What follows belongs to an exercise in optimizing a design on an open flow for small area, a short achievable clock period and few clock cycles per item; a production flow would make more cautious choices.
Function was checked by simulation only, so behaviour that the tests miss may differ from the original.

==> design.v <==
module aud_chain (
    input  wire         clk,
    input  wire         rst,         
    input  wire         in_valid,
    output wire         in_ready,
    input  wire [255:0] in_rec,
    output reg          out_valid,
    output wire [383:0] chain
);
    localparam [63:0] IV0 = 64'hcbbb9d5dc1059ed8,
                      IV1 = 64'h629a292a367cd507,
                      IV2 = 64'h9159015a3070dd17,
                      IV3 = 64'h152fecd8f70e5939,
                      IV4 = 64'h67332667ffc00b31,
                      IV5 = 64'h8eb44a8768581511,
                      IV6 = 64'hdb0c2e0d64f98fa7,
                      IV7 = 64'h47b5481dbefa4fa4;
    localparam [63:0] K0  = 64'h428a2f98d728ae22;
    reg        busy;
    reg [6:0]  cnt;                 
    reg [63:0] a, b, c, d, e, f, g;
    reg [63:0] p;                   
    reg [63:0] w [0:15];            
    assign in_ready = ~busy;
    wire accept = in_valid & ~busy;
    wire [63:0] hv0 = IV0 + a;
    wire [63:0] hv1 = IV1 + b;
    wire [63:0] hv2 = IV2 + c;
    wire [63:0] hv3 = IV3 + d;
    wire [63:0] hv4 = IV4 + e;
    wire [63:0] hv5 = IV5 + f;
    wire [63:0] hv [0:5];
    assign hv[0] = hv0; assign hv[1] = hv1; assign hv[2] = hv2;
    assign hv[3] = hv3; assign hv[4] = hv4; assign hv[5] = hv5;
    genvar gi, gj;
    generate
        for (gi = 0; gi < 6; gi = gi + 1) begin : g_out_word
            for (gj = 0; gj < 8; gj = gj + 1) begin : g_out_byte
                assign chain[8*(8*gi+gj) +: 8] = hv[gi][8*(7-gj) +: 8];
            end
        end
    endgenerate
    wire [63:0] rec_w [0:3];
    generate
        for (gi = 0; gi < 4; gi = gi + 1) begin : g_rec_word
            for (gj = 0; gj < 8; gj = gj + 1) begin : g_rec_byte
                assign rec_w[gi][8*(7-gj) +: 8] = in_rec[8*(8*gi+gj) +: 8];
            end
        end
    endgenerate
    reg [63:0] k_n;
    always @* begin
        case (cnt)
            7'd0:  k_n = 64'h7137449123ef65cd;
            7'd1:  k_n = 64'hb5c0fbcfec4d3b2f;
            7'd2:  k_n = 64'he9b5dba58189dbbc;
            7'd3:  k_n = 64'h3956c25bf348b538;
            7'd4:  k_n = 64'h59f111f1b605d019;
            7'd5:  k_n = 64'h923f82a4af194f9b;
            7'd6:  k_n = 64'hab1c5ed5da6d8118;
            7'd7:  k_n = 64'hd807aa98a3030242;
            7'd8:  k_n = 64'h12835b0145706fbe;
            7'd9:  k_n = 64'h243185be4ee4b28c;
            7'd10: k_n = 64'h550c7dc3d5ffb4e2;
            7'd11: k_n = 64'h72be5d74f27b896f;
            7'd12: k_n = 64'h80deb1fe3b1696b1;
            7'd13: k_n = 64'h9bdc06a725c71235;
            7'd14: k_n = 64'hc19bf174cf692694;
            7'd15: k_n = 64'he49b69c19ef14ad2;
            7'd16: k_n = 64'hefbe4786384f25e3;
            7'd17: k_n = 64'h0fc19dc68b8cd5b5;
            7'd18: k_n = 64'h240ca1cc77ac9c65;
            7'd19: k_n = 64'h2de92c6f592b0275;
            7'd20: k_n = 64'h4a7484aa6ea6e483;
            7'd21: k_n = 64'h5cb0a9dcbd41fbd4;
            7'd22: k_n = 64'h76f988da831153b5;
            7'd23: k_n = 64'h983e5152ee66dfab;
            7'd24: k_n = 64'ha831c66d2db43210;
            7'd25: k_n = 64'hb00327c898fb213f;
            7'd26: k_n = 64'hbf597fc7beef0ee4;
            7'd27: k_n = 64'hc6e00bf33da88fc2;
            7'd28: k_n = 64'hd5a79147930aa725;
            7'd29: k_n = 64'h06ca6351e003826f;
            7'd30: k_n = 64'h142929670a0e6e70;
            7'd31: k_n = 64'h27b70a8546d22ffc;
            7'd32: k_n = 64'h2e1b21385c26c926;
            7'd33: k_n = 64'h4d2c6dfc5ac42aed;
            7'd34: k_n = 64'h53380d139d95b3df;
            7'd35: k_n = 64'h650a73548baf63de;
            7'd36: k_n = 64'h766a0abb3c77b2a8;
            7'd37: k_n = 64'h81c2c92e47edaee6;
            7'd38: k_n = 64'h92722c851482353b;
            7'd39: k_n = 64'ha2bfe8a14cf10364;
            7'd40: k_n = 64'ha81a664bbc423001;
            7'd41: k_n = 64'hc24b8b70d0f89791;
            7'd42: k_n = 64'hc76c51a30654be30;
            7'd43: k_n = 64'hd192e819d6ef5218;
            7'd44: k_n = 64'hd69906245565a910;
            7'd45: k_n = 64'hf40e35855771202a;
            7'd46: k_n = 64'h106aa07032bbd1b8;
            7'd47: k_n = 64'h19a4c116b8d2d0c8;
            7'd48: k_n = 64'h1e376c085141ab53;
            7'd49: k_n = 64'h2748774cdf8eeb99;
            7'd50: k_n = 64'h34b0bcb5e19b48a8;
            7'd51: k_n = 64'h391c0cb3c5c95a63;
            7'd52: k_n = 64'h4ed8aa4ae3418acb;
            7'd53: k_n = 64'h5b9cca4f7763e373;
            7'd54: k_n = 64'h682e6ff3d6b2b8a3;
            7'd55: k_n = 64'h748f82ee5defb2fc;
            7'd56: k_n = 64'h78a5636f43172f60;
            7'd57: k_n = 64'h84c87814a1f0ab72;
            7'd58: k_n = 64'h8cc702081a6439ec;
            7'd59: k_n = 64'h90befffa23631e28;
            7'd60: k_n = 64'ha4506cebde82bde9;
            7'd61: k_n = 64'hbef9a3f7b2c67915;
            7'd62: k_n = 64'hc67178f2e372532b;
            7'd63: k_n = 64'hca273eceea26619c;
            7'd64: k_n = 64'hd186b8c721c0c207;
            7'd65: k_n = 64'heada7dd6cde0eb1e;
            7'd66: k_n = 64'hf57d4f7fee6ed178;
            7'd67: k_n = 64'h06f067aa72176fba;
            7'd68: k_n = 64'h0a637dc5a2c898a6;
            7'd69: k_n = 64'h113f9804bef90dae;
            7'd70: k_n = 64'h1b710b35131c471b;
            7'd71: k_n = 64'h28db77f523047d84;
            7'd72: k_n = 64'h32caab7b40c72493;
            7'd73: k_n = 64'h3c9ebe0a15c9bebc;
            7'd74: k_n = 64'h431d67c49c100d4c;
            7'd75: k_n = 64'h4cc5d4becb3e42b6;
            7'd76: k_n = 64'h597f299cfc657e2a;
            7'd77: k_n = 64'h5fcb6fab3ad6faec;
            7'd78: k_n = 64'h6c44198c4a475817;
            default: k_n = 64'h0;
        endcase
    end
    wire [63:0] big_s0 = {a[27:0], a[63:28]} ^ {a[33:0], a[63:34]} ^ {a[38:0], a[63:39]};
    wire [63:0] big_s1 = {e[13:0], e[63:14]} ^ {e[17:0], e[63:18]} ^ {e[40:0], e[63:41]};
    wire [63:0] ch     = (e & f) ^ (~e & g);
    wire [63:0] maj    = (a & b) ^ (a & c) ^ (b & c);
    wire [63:0] a_rnd  = big_s0 + maj + big_s1 + ch + p;
    wire [63:0] e_rnd  = d + big_s1 + ch + p;
    wire [63:0] p_nxt  = g + k_n + w[1];
    wire [63:0] sm_s0  = {w[1][0:0], w[1][63:1]} ^ {w[1][7:0], w[1][63:8]} ^ (w[1] >> 7);
    wire [63:0] sm_s1  = {w[14][18:0], w[14][63:19]} ^ {w[14][60:0], w[14][63:61]} ^ (w[14] >> 6);
    wire [63:0] w_next = sm_s1 + w[9] + sm_s0 + w[0];
    wire last = (cnt == 7'd79);
    integer i;
    always @(posedge clk) begin
        if (rst) begin
            busy      <= 1'b0;
            out_valid <= 1'b0;
        end else begin
            out_valid <= busy & last;
            if (accept)
                busy <= 1'b1;
            else if (busy & last)
                busy <= 1'b0;
        end
    end
    always @(posedge clk) begin
        if (accept)
            cnt <= 7'd0;
        else if (busy)
            cnt <= cnt + 7'd1;
    end
    always @(posedge clk) begin
        if (rst) begin
            a <= -IV0; b <= -IV1; c <= -IV2; d <= -IV3; e <= -IV4; f <= -IV5;
        end else if (accept) begin
            a <= IV0; b <= IV1; c <= IV2; d <= IV3; e <= IV4; f <= IV5; g <= IV6;
        end else if (busy) begin
            a <= a_rnd;
            b <= a;
            c <= b;
            d <= c;
            e <= e_rnd;
            f <= e;
            g <= f;
        end
    end
    always @(posedge clk) begin
        if (accept) begin
            p <= IV7 + K0 + hv0;
        end else begin
            p <= p_nxt;
        end
    end
    always @(posedge clk) begin
        if (accept) begin
            for (i = 0; i < 6; i = i + 1)
                w[i] <= hv[i];
            for (i = 0; i < 4; i = i + 1)
                w[6 + i] <= rec_w[i];
            w[10] <= 64'h8000000000000000;
            w[11] <= 64'h0;
            w[12] <= 64'h0;
            w[13] <= 64'h0;
            w[14] <= 64'h0;
            w[15] <= 64'd640;    
        end else begin
            for (i = 0; i < 15; i = i + 1)
                w[i] <= w[i + 1];
            w[15] <= w_next;
        end
    end
endmodule
==> run.sh <==
#!/bin/bash
# synth_recipe.tcl (not shown) runs the flow's synth.tcl, then flattens the netlist and writes it again
# the make line also repeats each setting of config.mk as NAME=value (left out here)
make -C /OpenROAD-flow-scripts/flow DESIGN_CONFIG=/design/flow/config.mk WORK_HOME=/design/flow/orfs CLKGATE_MAP_FILE= SYNTH_SCRIPT=/design/flow/synth_recipe.tcl finish
==> config.mk <==
export PLATFORM = sky130hd
export DESIGN_NAME = aud_chain
export DESIGN_NICKNAME = aud_chain
export VERILOG_FILES = /design/flow/design.v
export SDC_FILE = /design/flow/constraint.sdc
export NUM_CORES = 4
export LEC_CHECK = 0
export CAP_MARGIN = 20
export CORE_MARGIN = 2
export CORE_UTILIZATION = 25
export SLEW_MARGIN = 20
export SYNTH_MEMORY_MAX_BITS = 16384
==> constraint.sdc <==
create_clock -name core_clock -period 10.5 [get_ports {clk}]
set_input_delay 2.1000 -clock core_clock [delete_from_list [all_inputs] [get_ports {clk}]]
set_output_delay 2.1000 -clock core_clock [all_outputs]
set_load 0.01 [all_outputs]
==> results.yml <==
floorplan:
  initial_utilization_pct: 25.2
  die_area_um2: 390000
  core.rowCount: 227
  pin_count: 645
  core_um2: 383000
  die_w_um: 625
  die_h_um: 625
yosys:
  synth_top_area_share_pct: 32.1
  ys_ff_latch: 1609
  seq_area_frac_synth_pct: 34.1
  syn-cell-area_um2: 96300
  synthCells: 11500
  ys.flop_type: "dfxtp_1"
  avgSynthCellArea_um2: 8.40
  post-synth-top-count-cell: "nand2_1"
  syn-num-nets: 12500
  post_synth_num_cell_types: 123
  synth_top_area_cell: "dfxtp_1"
  yosys-top-cells-area: "dfxtp_1 (32%), fa_1 (11%), nand2_1 (8.6%), xnor2_1 (7.4%), ha_1 (3.6%)"
  synth-edff-count: 64
  synthArstFlopShare_pct: 0
  synth_common_cells: "nand2_1 (2219), dfxtp_1 (1545), xnor2_1 (812)"
  yosys_warnings: 2
clock_tree:
  clock_latency_ps: 920
  cts_root_buf: "clkbuf_16"
  cts_made_buffers: 188
  htree_levels: 4
  ctsResizeCount: 0
  hold_buffers: 0
  clk_pin_slew_worst_paths_ps: 70
  post_cts_buffers: 0
  cts_buffer_depth: 4
  cts_tree: "done"
  cts_sinks: 1609
sta:
  fmax_ghz: 0.111
  slew_violations: 0
  setup_violations: 0
  final_hold_viol_count: 0
  rsz0062_at_grt: "false"
  finalSetupTns_ps: 0
  worst_pin_slew_ps: 1420
  post-route-period-util_pct: 85.5
  slew_headroom_pct: 5.64
  period_needed_ps: 8980
  fin_skew_ps: 86.5
  worst_slack_ps: 1520
setup_path:
  cp.required_ps: 8400
  path_buf_inv: 2
  path_class: "flip-flop to output pin"
  critical_path.max_stage_delay_ps: 990
  rr_endpoint: "a[63]"
  critPathSlowestCell: "o31ai_1"
  startpoint_type: "flip-flop"
  r2r_cells: 23
  crit_arrival_ps: 6880
  reg2reg_from: "a[39]"
  r2r_setup_slack_ps: 2890
  cp_common_cell: "o21ai_1"
  crit_chain: "ha_1, a311oi_1, o21ai_0, a21oi_1, o31ai_1, a31oi_1, o21ai_1, a31oi_2, buf_4, o21ai_1, nand3_1, nand2_1, xor2_1, clkdlybuf4s50_1"
  end_kind: "output pin"
  cp_max_fo: 9
  critical_path.top_delay_family: "compound AO/OA/AOI/OAI gates"
routing:
  drc_errors: 0
  postRouteAntennaNets: 0
  via_count: 87400
  vias_per_cell: 5.09
  avgRoutedWirePerCell_um: 30.5
  dr.pass1.iters: 8
  detail_route.iter0.violations: 9724
  routed_wirelength_um: 523000
placement:
  io_buffers: 644
  preCtsSetupSlack_ps: 2830
  routabilityCongestion: 1.04
  hpwl_um: 421000
  placed_cells: 16700
layout:
  area_delta_synth_final_pct: 19.8
  finalNonFillerCells: 17200
  drive_gt1_share_pct: 6.89
  layout.nets: 12800
  fin_util_pct: 30.2
worst_hold_path:
  min_path_cells: 2
  hp-class: "flip-flop to flip-flop"
  worstHoldEndpoint: "w[9][63]"
  min_from: "w[10][63]"
grt:
  grtUsageTotal_pct: 25.8
  grt_first_pass_wirelength_um: 699000
  antenna_found_initial: 55
  first_global_vias: 82300
  grt_max_degree: 222
  grt.overflow.total: 0
run:
  cap_violations: 0
status:
  status: "finished clean"
[worst register-to-register path, stage by stage (launching register included)]
cell and delay, ps:
dfxtp_1 880, xnor2_1 190, xnor2_1 320, fa_1 470, fa_1 520, inv_1 50
fa_1 480, ha_1 200, inv_1 70, fa_1 430, nand2b_1 190, a21oi_1 270
o21ai_0 290, a31oi_1 650, a211oi_1 200, buf_4 200, o211a_1 270, o41a_1 460
o21ai_1 400, a211oi_1 240, o21ai_0 210, a21oi_1 100, xnor2_1 130, a211oi_1 210
[flip-flops by register name, indices dropped and copies added, names as in the netlist]
name,flops
cnt,7
g,64
busy,1
out_valid,1
e,64
w,1024
k_n,64
p,64
f,64
c,64
d,64
b,64
a,64
[placed cells by master (no fill, tap or decap), types with 154 or more instances in the layout]
master and count:
nand2_1 2218, xnor2_1 803, a21oi_1 685, diode_2 172, o21ai_0 582, buf_4 239
clkbuf_16 192, fa_1 507, nand2b_1 192, nor2b_1 405, nor2_1 640, inv_1 438
clkdlybuf4s50_1 642, dfxtp_1 1543, xor2_1 301, nand3_1 154, nor3_1 366, ha_1 275
[stage by stage]
step                hold slack, ps  instance area (um2)
detailed placement             402               108000
finish                         365               115000
global placement               400               108000
CTS                            354               115000
floorplan                      392                96300
global route                   372               115000
[how the worst max path moves through the flow]
stage | start | endpoint | slack, ps | cells past startpoint
3_3_place_gp | e[1] | chain[256] | 2800 | 14
2_1_floorplan | rst | g[0] | 4630 | 4
4_1_cts | e[1] | chain[270] | 1780 | 14
5_1_grt | e[1] | chain[256] | 1260 | 14
3_5_place_dp | e[1] | chain[270] | 2830 | 14
6_report | e[1] | chain[270] | 1520 | 14
[layout make-up]
| class | instances | area [um2] |
|---|---|---|
| Sequential cell | 1609 | 32900 |
| Multi-Input combinational cell | 8665 | 59000 |
| Inverter | 449 | 1700 |
| Tap cell | 5038 | 6300 |
| Clock inverter | 81 | 1250 |
| Fill cell | 41000 | 267000 |
| Timing Repair Buffer | 891 | 8390 |
| Clock buffer | 259 | 5470 |
| Antenna cell | 172 | 430 |
[cells by family after synthesis]
logic type	count (synthesis)	synth area share [%]
AND/OR/NAND/NOR	4343	20.4
flip-flops	1609	34.1
AO/OA/AOI/OAI	2253	14.6
XOR/XNOR	1116	10.2
buffers and inverters	1196	4.75
adder cells (fa/ha/maj)	837	14.7
multiplexers	116	1.33
[layer usage]
metal	GRT usage, %	part of all wire [%]	wire length [um]	up-vias
met5	0.358	0.056	294	-
met4	17.4	7.7	40100	16
met3	5.32	8.1	42500	866
met2	39.8	44	231000	3967
met1	32.4	40	210000	43400
li1	-	-	-	39200
Testbench counts, summed over its fixed seeds: cycles 31,112, items 384.

==> port drivers added, routing unchanged <==
The flow's constraints put no driver on any port. The routed layout listed below was extracted and timed again, unchanged, in two steps. Step 1, drivers: a clkbuf_16 drives clk and a buf_2 each remaining input, both assumed. Step 2 adds t to the input delays and takes it off the output delays; t is the mean of the earliest and latest rising clock arrival at the registers after step 1. Input paths then give back, and output paths get back, about the clock's delay inside the block. Three values: ideal ports, drivers, drivers and shift; two values: the first two.
t (ns): 0.978
setup slack, ns: 1.520 / 1.420 / 2.398
worst slew at a driven data input, ns: 0.10
After both steps this run still meets setup and hold. The setup slack of this run moves by -0.100 ns with the drivers and by +0.878 ns with both steps.
